Background: an optimization exercise with open tools, aiming at small area, a short achievable clock period and few clock cycles per item. Do not read the settings as production practice.
Only simulation tests tie the RTL to the original design; equivalence was not proved.
No activity file was given, so power comes from the tool's default toggle rates.

==> flow/design.v (excerpt) <==
module mx_quant (
    input  wire        clk,
    input  wire        rst,
    input  wire        in_valid,
    output wire        in_ready,
    input  wire [31:0] in_data,
    input  wire [15:0] in_rand,
    input  wire [3:0]  in_fmt,
    input  wire [1:0]  in_rmode,
    output wire        out_valid,
    input  wire        out_ready,
    output wire [7:0]  out_elem,
    output wire [7:0]  out_scale,
    output wire        out_last
);
Size: ~3400 cells after synthesis, about 77 I/O pins, roughly 0.044 mm² of cells after synthesis.
==> flow/config.mk <==
export PLATFORM = sky130hd
export DESIGN_NAME = mx_quant
export DESIGN_NICKNAME = mx_quant
export VERILOG_FILES = /design/flow/design.v
export SDC_FILE = /design/flow/constraint.sdc
export NUM_CORES = 4
export LEC_CHECK = 0
export ABC_AREA = 1
export CAP_MARGIN = 20
export CORE_MARGIN = 2
export CORE_UTILIZATION = 60
export CTS_CLUSTER_DIAMETER = 80
export CTS_CLUSTER_SIZE = 30
export SLEW_MARGIN = 20
==> flow/constraint.sdc <==
create_clock -name core_clock -period 28.0 [get_ports {clk}]
set_input_delay 5.6000 -clock core_clock [delete_from_list [all_inputs] [get_ports {clk}]]
set_output_delay 5.6000 -clock core_clock [all_outputs]
set_load 0.01 [all_outputs]
standard.sh (not shown) runs the stock make flow with config.mk's settings and CLKGATE_MAP_FILE= SYNTH_SCRIPT=/design/flow/synth_recipe.tcl, a recipe that flattens the netlist after the stock synthesis.
==> flow/flow/run.sh <==
#!/bin/bash
# The standard layout (the standard.sh, unchanged synthesis), with two
# changes in how ORFS is asked to lay it out:
# - every input and output port gets a buf_2 as its port buffer.
set -euo pipefail
export SETUP_SLACK_MARGIN=21.4
export BUFFER_PORTS_ARGS="-buffer_cell sky130_fd_sc_hd__buf_2"
bash standard.sh > standard.log 2>&1
Testbench counts at the start, summed over its fixed seeds: cycles 12,568, items 384.
Next try:
--- a/flow/design.v
+++ b/flow/design.v
@@ -106,20 +106,21 @@
         s0_spec  <= (in_data[30:23] == 8'hFF);
         tpos <= (ins || tp_wrap) ? 6'd0 : tpos + 6'd1;
         if (empty)
             hpos <= 6'd0;
         else if (issue)
             hpos <= 6'd31;
         else
             hpos <= (hpos == 6'd32) ? 6'd0 : hpos + 6'd1;
     end
     reg [7:0]  acc_max;
+    reg [4:0]  acc_lp;      
     reg        acc_nz;      
     reg        acc_spec;
     function [2:0] fmt_code;
         input [3:0] f;
         case (f)
             4'h5:    fmt_code = F_E5M2;
             4'h6:    fmt_code = F_E3M2;
             4'h7:    fmt_code = F_E2M3;
             4'h8:    fmt_code = F_E2M1;
             4'hC:    fmt_code = F_INT8;
@@ -128,45 +129,61 @@
     endfunction
     always @(posedge clk) begin
         if (wfree && (fill_eff == 6'd0)) begin
             fill_fmt_raw <= in_fmt;
             fill_rm      <= in_rmode;
         end
     end
     wire [2:0]  fill_fmt = fmt_code(fill_fmt_raw);
     wire [7:0]  s0_e = dec_e(st0);
     wire [22:0] s0_f = dec_f(st0);
+    wire [4:0]  s0_lp = lead_pos(s0_f);
     wire        s0_nz = (s0_f != 23'd0);
     reg  [7:0]  acc_max_n;
+    reg  [4:0]  acc_lp_n;
     reg         acc_nz_n;
     reg         acc_spec_n;
     always @(*) begin
         acc_max_n  = acc_max;
+        acc_lp_n   = acc_lp;
         acc_nz_n   = acc_nz;
         acc_spec_n = acc_spec;
         if (s0_new) begin
             if (s0_first) begin
                 acc_max_n  = s0_e;
+                acc_lp_n   = s0_lp;
                 acc_nz_n   = s0_nz;
                 acc_spec_n = s0_spec;
             end else begin
                 acc_max_n  = (s0_e > acc_max) ? s0_e : acc_max;
+                acc_lp_n   = (s0_lp > acc_lp) ? s0_lp : acc_lp;
                 acc_nz_n   = acc_nz | s0_nz;
                 acc_spec_n = acc_spec | s0_spec;
             end
         end
     end
     always @(posedge clk) begin
         acc_max  <= acc_max_n;
+        acc_lp   <= acc_lp_n;
         acc_nz   <= acc_nz_n;
         acc_spec <= acc_spec_n;
     end
+    function [4:0] lead_pos;
+        input [22:0] f;
+        integer i;
+        begin
+            lead_pos = 5'd0;
+            for (i = 0; i < 23; i = i + 1)
+                if (f[i])
+                    lead_pos = i[4:0];
+        end
+    endfunction
     function [4:0] f_emax;
         input [2:0] c;
         case (c)
             F_E5M2:  f_emax = 5'd15;
             F_E3M2:  f_emax = 5'd4;
             F_E2M3:  f_emax = 5'd2;
             F_E2M1:  f_emax = 5'd2;
             F_INT8:  f_emax = 5'd0;
             default: f_emax = 5'd8;
         endcase
@@ -199,25 +216,28 @@
             F_E5M2:  f_maxcode = 7'h7B;
             F_E3M2:  f_maxcode = 7'h1F;
             F_E2M3:  f_maxcode = 7'h1F;
             F_E2M1:  f_maxcode = 7'h07;
             F_INT8:  f_maxcode = 7'h7F;
             default: f_maxcode = 7'h7E;
         endcase
     endfunction
     wire        [4:0] c_emax = f_emax(fill_fmt);
     wire signed [9:0] c_emin = f_emin(fill_fmt);
+    wire        [4:0] c_r0   = 5'd23 - {2'd0, f_mbits(fill_fmt)};
     wire        nz_zero = (acc_max_n == 8'd0) && !acc_nz_n;
-    wire signed [9:0] nz_se  = $signed({2'b00, acc_max_n}) - $signed({5'd0, c_emax});
+    wire signed [9:0] nz_eb  = (acc_max_n != 8'd0) ? $signed({2'b00, acc_max_n})
+                                                   : $signed({5'd0, acc_lp_n}) - 10'sd22;
+    wire signed [9:0] nz_se  = nz_eb - $signed({5'd0, c_emax});       
     wire              nz_low = nz_se < 10'sd0;
     wire        [7:0] nz_scale = nz_low ? 8'h00 : nz_se[7:0];
-    wire signed [9:0] nz_kb  = $signed({2'b00, nz_scale}) + c_emin;     
+    wire signed [9:0] nz_kb  = nz_low ? c_emin : nz_se + c_emin;        
     reg        [7:0] h_scale;    
     reg signed [9:0] h_kb;       
     reg        [2:0] h_fmt;
     reg        [1:0] h_rm;
     reg              h_zero;     
     always @(posedge clk) begin
         if (xfer) begin
             h_scale <= acc_spec_n ? 8'hFF : nz_zero ? 8'h00 : nz_scale;
             h_kb    <= nz_kb;
             h_fmt   <= fill_fmt;
=> Final area rose by about 1.8%. Non-clock buffer count rises by 12. Hold slack stays flat. Die area came out higher by 1.3%. Via count rose by about 5%. Worst setup slack is better by 5.8 ps. Synthesized area goes up by about 1.3%. Sequential cell count rose by 5. Count of clock-buffer cells in the layout increases by 1. Final cell count climbs by 4.2%. Critical path depth does not change.
Testbench counts after the change, summed over its fixed seeds: cycles 12,568, items 384.

========
## rev 12
The RTL this note starts from:
==> flow/design.v <==
module mx_quant (
    input  wire        clk,
    input  wire        rst,
    input  wire        in_valid,
    output wire        in_ready,
    input  wire [31:0] in_data,
    input  wire [15:0] in_rand,
    input  wire [3:0]  in_fmt,
    input  wire [1:0]  in_rmode,
    output wire        out_valid,
    input  wire        out_ready,
    output wire [7:0]  out_elem,
    output wire [7:0]  out_scale,
    output wire        out_last
);
    localparam [2:0] F_E4M3 = 3'd0;
    localparam [2:0] F_E5M2 = 3'd1;
    localparam [2:0] F_E3M2 = 3'd2;
    localparam [2:0] F_E2M3 = 3'd3;
    localparam [2:0] F_E2M1 = 3'd4;
    localparam [2:0] F_INT8 = 3'd5;
    localparam [1:0] RM_RTZ  = 2'd1;
    localparam [1:0] RM_STOC = 2'd2;
    localparam integer NS = 33;      
    localparam integer W = 47;
    reg  [W*NS-1:0] ring;
    wire [W-1:0] st31 = ring[W*31 +: W];
    wire [W-1:0] st32 = ring[W*32 +: W];
    function [7:0] dec_e;
        input [W-1:0] v;
        dec_e = (v[29:22] == 8'hFF) ? 8'h00 : v[29:22];
    endfunction
    function [22:0] dec_f;
        input [W-1:0] v;
        dec_f = {v[21:0], (v[29:22] == 8'hFF) || ((v[29:22] != 8'h00) && v[31])};
    endfunction
    reg  [5:0] head_n;    
    reg  [5:0] fill_n;    
    reg  [5:0] tpos;      
    reg        rdy;       
    reg        wfree;     
    wire       empty;
    wire [5:0] cnt     = head_n + fill_n;
    wire [6:0] hsum    = {1'b0, tpos} + {1'b0, cnt};
    wire       head31  = (hsum == 7'd32) || (hsum == 7'd65);
    wire       fill_full = (fill_n == 6'd32);
    wire       xfer      = fill_full && (head_n == 6'd0);
    wire       blk_ok    = (head_n != 6'd0) || fill_full;
    wire [5:0] fill_eff  = xfer ? 6'd0 : fill_n;
    wire [5:0] head_eff  = xfer ? 6'd32 : head_n;
    reg        r32_v, out_v, q1_v;
    wire       out_fire = out_v && out_ready;
    wire [1:0] fl       = {1'b0, r32_v} + {1'b0, out_v} + {1'b0, q1_v};
    wire       credit   = (fl < 2'd2) || ((fl == 2'd2) && out_fire);
    wire       issue    = credit && !empty && head31 && blk_ok;
    assign in_ready = rdy;
    wire       ins      = in_valid && rdy;
    wire c0  = (cnt == 6'd0);
    assign empty = c0;
    wire c1  = (cnt == 6'd1);
    wire c32 = (cnt == 6'd32);
    wire c33 = (cnt == 6'd33);
    wire tp_wrap = (tpos == 6'd32);
    wire n_tp0   = ins || tp_wrap;
    wire n_empty = ins ? 1'b0 : (issue ? c1 : c0);
    wire n_full  = (ins && !issue) ? c32 : (ins || !issue) ? c33 : 1'b0;
    wire n_f32   = ins ? (fill_eff == 6'd31) : (fill_full && !xfer);
    wire n_h0    = xfer ? 1'b0 : issue ? (head_n == 6'd1) : (head_n == 6'd0);
    wire n_free  = (n_empty || n_tp0) && !n_full;
    wire n_rdy   = n_free && (!n_f32 || n_h0);
    reg [3:0]  fill_fmt_raw;     
    reg [1:0]  fill_rm;
    wire       in_ezero = (in_data[30:23] == 8'h00);
    wire       in_stoch = ((fill_eff == 6'd0) ? in_rmode : fill_rm) == RM_STOC;
    wire [W-1:0] in_enc = {in_rand[15:1], in_stoch ? in_rand[0] : in_data[0], in_data[31],
                           in_data[30:23] | {8{in_ezero & in_data[0]}}, in_data[22:1]};
    always @(posedge clk) begin
        ring <= {ring[W*(NS-1)-1:0], wfree ? in_enc : st32};
    end
    always @(posedge clk) begin
        if (rst) begin
            head_n <= 6'd0;
            fill_n <= 6'd0;
            rdy    <= 1'b1;
            wfree  <= 1'b1;
        end else begin
            head_n <= issue ? head_eff - 6'd1 : head_eff;
            fill_n <= ins ? fill_eff + 6'd1 : fill_eff;
            rdy    <= n_rdy;
            wfree  <= n_free;
        end
        tpos <= (ins || tp_wrap) ? 6'd0 : tpos + 6'd1;
    end
    reg [7:0]  acc_max;
    reg        acc_nz;      
    reg        acc_spec;
    function [2:0] fmt_code;
        input [3:0] f;
        case (f)
            4'h5:    fmt_code = F_E5M2;
            4'h6:    fmt_code = F_E3M2;
            4'h7:    fmt_code = F_E2M3;
            4'h8:    fmt_code = F_E2M1;
            4'hC:    fmt_code = F_INT8;
            default: fmt_code = F_E4M3;
        endcase
    endfunction
    always @(posedge clk) begin
        if (wfree && (fill_eff == 6'd0)) begin
            fill_fmt_raw <= in_fmt;
            fill_rm      <= in_rmode;
        end
    end
    wire [2:0]  fill_fmt = fmt_code(fill_fmt_raw);
    wire [7:0]  in_e  = in_data[30:23];
    wire        in_nz = (in_data[22:0] != 23'd0);
    always @(posedge clk) begin
        if (ins) begin
            if (fill_eff == 6'd0) begin
                acc_max  <= in_e;
                acc_nz   <= in_nz;
                acc_spec <= (in_e == 8'hFF);
            end else begin
                acc_max  <= (in_e > acc_max) ? in_e : acc_max;
                acc_nz   <= acc_nz | in_nz;
                acc_spec <= acc_spec | (in_e == 8'hFF);
            end
        end
    end
    function [4:0] f_emax;
        input [2:0] c;
        case (c)
            F_E5M2:  f_emax = 5'd15;
            F_E3M2:  f_emax = 5'd4;
            F_E2M3:  f_emax = 5'd2;
            F_E2M1:  f_emax = 5'd2;
            F_INT8:  f_emax = 5'd0;
            default: f_emax = 5'd8;
        endcase
    endfunction
    function signed [9:0] f_emin;
        input [2:0] c;
        case (c)
            F_E5M2:  f_emin = -10'sd14;
            F_E3M2:  f_emin = -10'sd2;
            F_E2M3:  f_emin = 10'sd0;
            F_E2M1:  f_emin = 10'sd0;
            F_INT8:  f_emin = 10'sd0;
            default: f_emin = -10'sd6;
        endcase
    endfunction
    function [2:0] f_mbits;
        input [2:0] c;
        case (c)
            F_E5M2:  f_mbits = 3'd2;
            F_E3M2:  f_mbits = 3'd2;
            F_E2M3:  f_mbits = 3'd3;
            F_E2M1:  f_mbits = 3'd1;
            F_INT8:  f_mbits = 3'd6;
            default: f_mbits = 3'd3;
        endcase
    endfunction
    function [6:0] f_maxcode;
        input [2:0] c;
        case (c)
            F_E5M2:  f_maxcode = 7'h7B;
            F_E3M2:  f_maxcode = 7'h1F;
            F_E2M3:  f_maxcode = 7'h1F;
            F_E2M1:  f_maxcode = 7'h07;
            F_INT8:  f_maxcode = 7'h7F;
            default: f_maxcode = 7'h7E;
        endcase
    endfunction
    wire        [4:0] c_emax = f_emax(fill_fmt);
    wire        nz_zero = (acc_max == 8'd0) && !acc_nz;
    wire signed [9:0] nz_se  = $signed({2'b00, acc_max}) - $signed({5'd0, c_emax});
    wire              nz_low = nz_se < 10'sd0;
    wire        [7:0] nz_scale = nz_low ? 8'h00 : nz_se[7:0];
    reg        [7:0] h_scale;    
    reg        [2:0] h_fmt;
    reg        [1:0] h_rm;
    reg              h_zero;     
    always @(posedge clk) begin
        if (xfer) begin
            h_scale <= acc_spec ? 8'hFF : nz_zero ? 8'h00 : nz_scale;
            h_fmt   <= fill_fmt;
            h_rm    <= fill_rm;
            h_zero  <= acc_spec || nz_zero;
        end
    end
    wire        [2:0] m_fmt = xfer ? fill_fmt : h_fmt;
    wire        [7:0] m_sc  = xfer ? nz_scale : h_scale;
    wire signed [9:0] m_kb  = $signed({2'b00, m_sc}) + f_emin(m_fmt);      
    wire [7:0]  a_e = dec_e(st31);
    wire [22:0] a_f = dec_f(st31);
    wire        a_norm = (a_e != 8'd0);
    wire [23:0] a_m = {a_norm, a_f};
    reg  [4:0]  a_lz;      
    reg  [5:0]  a_tz;      
    integer k;
    always @(*) begin
        a_lz = 5'd31;
        for (k = 0; k < 23; k = k + 1)
            if (a_f[k])
                a_lz = 5'd22 - k[4:0];
        a_tz = 6'd63;
        for (k = 23; k >= 0; k = k - 1)
            if (a_m[k])
                a_tz = k[5:0];
    end
    wire [4:0]  a_r0 = 5'd23 - {2'd0, f_mbits(m_fmt)};
    wire signed [9:0]  a_eb = a_norm ? $signed({2'b00, a_e}) : -$signed({5'd0, a_lz});
    wire signed [10:0] a_t  = $signed({a_eb[9], a_eb}) - $signed({m_kb[9], m_kb});
    wire               a_tp = !a_t[10] && (a_t != 11'sd0);
    wire        [5:0]  a_L  = a_norm ? 6'd0 : {1'b0, a_lz} + 6'd1;
    wire signed [6:0]  a_F  = $signed({2'b00, a_r0}) - $signed({1'b0, a_L});
    wire signed [10:0] a_u  = $signed({{4{a_F[6]}}, a_F}) - a_t;
    wire        [5:0]  a_Dc = (a_u[10:6] != 5'd0) ? 6'd63 : a_u[5:0];
    wire        [5:0]  a_R  = a_tp ? a_F[5:0] : a_Dc;
    reg [5:0] x_R;         
    reg [4:0] x_ebias;     
    reg       x_sticky;    
    reg       x_last;
    always @(posedge clk) begin
        x_R      <= a_R;
        x_ebias  <= a_tp ? a_t[4:0] : 5'd0;
        x_sticky <= ({1'b0, a_tz} + 7'd2) <= {1'b0, a_R};
        x_last   <= (head_n == 6'd1);
        if (rst)
            r32_v <= 1'b0;
        else
            r32_v <= issue;
    end
    wire        b_s    = st32[30];
    wire [7:0]  b_e    = dec_e(st32);
    wire [22:0] b_f    = dec_f(st32);
    wire [15:0] b_r    = st32[46:31];
    wire [23:0] b_m    = {b_e != 8'd0, b_f};
    wire [2:0]  b_mb   = f_mbits(h_fmt);
    wire [39:0] b_w    = {b_m, 16'd0} >> x_R;
    wire [7:0]  b_n    = b_w[23:16];
    wire [15:0] b_d    = b_w[15:0];
    wire        b_rbit = b_w[15];
    reg b_ru;
    always @(*) begin
        case (h_rm)
            RM_RTZ:  b_ru = 1'b0;
            RM_STOC: b_ru = (b_d > b_r);
            default: b_ru = b_rbit & (x_sticky | b_n[0]);
        endcase
    end
    wire [7:0] b_pre   = ({3'd0, x_ebias} << b_mb) + b_n;
    wire        c_inv  = b_s && (h_fmt == F_INT8);
    wire [7:0]  c_code = ({1'b0, b_pre[6:0]} ^ {8{c_inv}}) + {7'd0, b_ru ^ c_inv};
    wire [6:0]  c_max  = f_maxcode(h_fmt);
    wire [6:0]  c_fp   = (c_code > {1'b0, c_max}) ? c_max : c_code[6:0];
    wire [7:0]  c_int  = (c_code[7] && !b_s) ? 8'd127 : c_code;
    reg [7:0] c_elem;
    always @(*) begin
        if (h_zero)
            c_elem = 8'h00;
        else begin
            case (h_fmt)
                F_INT8:         c_elem = c_int;
                F_E3M2, F_E2M3: c_elem = {2'b00, b_s, c_fp[4:0]};
                F_E2M1:         c_elem = {4'b0000, b_s, c_fp[2:0]};
                default:        c_elem = {b_s, c_fp[6:0]};
            endcase
        end
    end
    wire [16:0] c_ent = {x_last, h_scale, c_elem};
    reg [16:0] o_ent, q1_ent;
    always @(posedge clk) begin
        if (rst) begin
            out_v <= 1'b0;
            q1_v  <= 1'b0;
        end else begin
            if (!out_v || out_fire)
                out_v <= q1_v || r32_v;
            if (q1_v)
                q1_v <= !out_fire || r32_v;
            else
                q1_v <= out_v && !out_fire && r32_v;
        end
        if (!out_v || out_fire)
            o_ent <= q1_v ? q1_ent : c_ent;
        if (q1_v ? out_fire : (out_v && !out_fire))
            q1_ent <= c_ent;
    end
    assign out_valid = out_v;
    assign out_elem  = o_ent[7:0];
    assign out_scale = o_ent[15:8];
    assign out_last  = o_ent[16];
endmodule
==> flow/config.mk <==
export PLATFORM = sky130hd
export DESIGN_NAME = mx_quant
export DESIGN_NICKNAME = mx_quant
export VERILOG_FILES = /design/flow/design.v
export SDC_FILE = /design/flow/constraint.sdc
export NUM_CORES = 4
export LEC_CHECK = 0
export ABC_AREA = 1
export CAP_MARGIN = 20
export CORE_MARGIN = 2
export CORE_UTILIZATION = 60
export CTS_CLUSTER_DIAMETER = 80
export CTS_CLUSTER_SIZE = 30
export SLEW_MARGIN = 20
==> flow/constraint.sdc <==
create_clock -name core_clock -period 28.0 [get_ports {clk}]
set_input_delay 5.6000 -clock core_clock [delete_from_list [all_inputs] [get_ports {clk}]]
set_output_delay 5.6000 -clock core_clock [all_outputs]
set_load 0.01 [all_outputs]
Scripts as last shown in full above: flow/flow/run.sh
Rev 12 completed end to end with timing, DRC and antenna clean.
Testbench counts of rev 12, summed over its fixed seeds: cycles 12,560, items 384.
Here is what was changed in the inputs of rev 13 compared with rev 12.
--- a/flow/design.v
+++ b/flow/design.v
@@ -33,31 +33,32 @@
     function [22:0] dec_f;
         input [W-1:0] v;
         dec_f = {v[21:0], (v[29:22] == 8'hFF) || ((v[29:22] != 8'h00) && v[31])};
     endfunction
     reg  [5:0] head_n;    
     reg  [5:0] fill_n;    
+    reg  [5:0] hpos;      
     reg  [5:0] tpos;      
     reg        rdy;       
     reg        wfree;     
     wire       empty;
-    wire [5:0] cnt     = head_n + fill_n;
-    wire [6:0] hsum    = {1'b0, tpos} + {1'b0, cnt};
-    wire       head31  = (hsum == 7'd32) || (hsum == 7'd65);
     wire       fill_full = (fill_n == 6'd32);
     wire       xfer      = fill_full && (head_n == 6'd0);
     wire       blk_ok    = (head_n != 6'd0) || fill_full;
     wire [5:0] fill_eff  = xfer ? 6'd0 : fill_n;
     wire [5:0] head_eff  = xfer ? 6'd32 : head_n;
     reg        r32_v, out_v, q1_v;
     wire       out_fire = out_v && out_ready;
     wire [1:0] fl       = {1'b0, r32_v} + {1'b0, out_v} + {1'b0, q1_v};
     wire       credit   = (fl < 2'd2) || ((fl == 2'd2) && out_fire);
-    wire       issue    = credit && !empty && head31 && blk_ok;
+    wire       issue    = credit && !empty && (hpos == 6'd31) && blk_ok;
     assign in_ready = rdy;
     wire       ins      = in_valid && rdy;
+    reg  [5:0] cnt;       
+    wire [5:0] cnt_inc = cnt + 6'd1;
+    wire [5:0] cnt_dec = cnt - 6'd1;
     wire c0  = (cnt == 6'd0);
     assign empty = c0;
     wire c1  = (cnt == 6'd1);
     wire c32 = (cnt == 6'd32);
     wire c33 = (cnt == 6'd33);
     wire tp_wrap = (tpos == 6'd32);
@@ -78,21 +79,33 @@
         ring <= {ring[W*(NS-1)-1:0], wfree ? in_enc : st32};
     end
     always @(posedge clk) begin
         if (rst) begin
             head_n <= 6'd0;
             fill_n <= 6'd0;
+            cnt    <= 6'd0;
             rdy    <= 1'b1;
             wfree  <= 1'b1;
         end else begin
             head_n <= issue ? head_eff - 6'd1 : head_eff;
             fill_n <= ins ? fill_eff + 6'd1 : fill_eff;
             rdy    <= n_rdy;
             wfree  <= n_free;
+            case ({ins, issue})
+                2'b10:   cnt <= cnt_inc;
+                2'b01:   cnt <= cnt_dec;
+                default: cnt <= cnt;
+            endcase
         end
         tpos <= (ins || tp_wrap) ? 6'd0 : tpos + 6'd1;
+        if (empty)
+            hpos <= 6'd0;
+        else if (issue)
+            hpos <= 6'd31;
+        else
+            hpos <= (hpos == 6'd32) ? 6'd0 : hpos + 6'd1;
     end
     reg [7:0]  acc_max;
     reg        acc_nz;      
     reg        acc_spec;
     function [2:0] fmt_code;
         input [3:0] f;
@@ -169,31 +182,34 @@
             F_E2M1:  f_maxcode = 7'h07;
             F_INT8:  f_maxcode = 7'h7F;
             default: f_maxcode = 7'h7E;
         endcase
     endfunction
     wire        [4:0] c_emax = f_emax(fill_fmt);
+    wire signed [9:0] c_emin = f_emin(fill_fmt);
     wire        nz_zero = (acc_max == 8'd0) && !acc_nz;
     wire signed [9:0] nz_se  = $signed({2'b00, acc_max}) - $signed({5'd0, c_emax});
     wire              nz_low = nz_se < 10'sd0;
     wire        [7:0] nz_scale = nz_low ? 8'h00 : nz_se[7:0];
+    wire signed [9:0] nz_kb  = $signed({2'b00, nz_scale}) + c_emin;     
     reg        [7:0] h_scale;    
+    reg signed [9:0] h_kb;       
     reg        [2:0] h_fmt;
     reg        [1:0] h_rm;
     reg              h_zero;     
     always @(posedge clk) begin
         if (xfer) begin
             h_scale <= acc_spec ? 8'hFF : nz_zero ? 8'h00 : nz_scale;
+            h_kb    <= nz_kb;
             h_fmt   <= fill_fmt;
             h_rm    <= fill_rm;
             h_zero  <= acc_spec || nz_zero;
         end
     end
+    wire signed [9:0] m_kb  = xfer ? nz_kb : h_kb;
     wire        [2:0] m_fmt = xfer ? fill_fmt : h_fmt;
-    wire        [7:0] m_sc  = xfer ? nz_scale : h_scale;
-    wire signed [9:0] m_kb  = $signed({2'b00, m_sc}) + f_emin(m_fmt);      
     wire [7:0]  a_e = dec_e(st31);
     wire [22:0] a_f = dec_f(st31);
     wire        a_norm = (a_e != 8'd0);
     wire [23:0] a_m = {a_norm, a_f};
     reg  [4:0]  a_lz;      
     reg  [5:0]  a_tz;      
Results
From rev 12 to rev 13 the numbers moved as follows: clock sink count went up about 1.3%, placer's final routability congestion estimate decreased by 0.027 relative to the old numbers, distinct cell type count of the synthesized netlist flat, via count has increased.
Total power ends up lower on rev 12.
Testbench counts of rev 13, summed over its fixed seeds: cycles 12,560, items 384.

## static timing again, ports no longer ideal
How much do the figures lean on ideal ports? The routed layouts below were timed once more, with nothing changed but the port constraints. Step 1, drivers: a clkbuf_16 drives clk and a buf_2 each remaining input, both assumed. Step 2 times the ports against the registers' clock, not the clock port: input delays grow and output delays shrink by t, the midpoint of the rising clock arrivals with the driver on. Three values: no drivers, after step 1, after step 2; two values: the first two.
run | t, ns | slack for setup (ns) | hold slack, ns | pins driven straight from the clock port
the first run of note 1 | 0.707 | 21.204 / 21.139 / 20.740 | 0.305 / 0.305 / 0.305 | 1
the second run of note 1 | 0.713 | 21.210 / 21.147 / 20.745 | 0.302 / 0.302 / 0.302 | 1
rev 12 | 0.687 | 21.181 / 21.148 / 20.819 | 0.315 / 0.315 / 0.315 | 1
rev 13 | 0.692 | 21.120 / 21.058 / 20.790 | 0.307 / 0.307 / 0.307 | 1
After both steps every run listed still meets setup and hold. For the second run of note 1, which loses most, drivers alone change the setup slack by -0.063 ns; drivers and shift together by -0.465 ns.
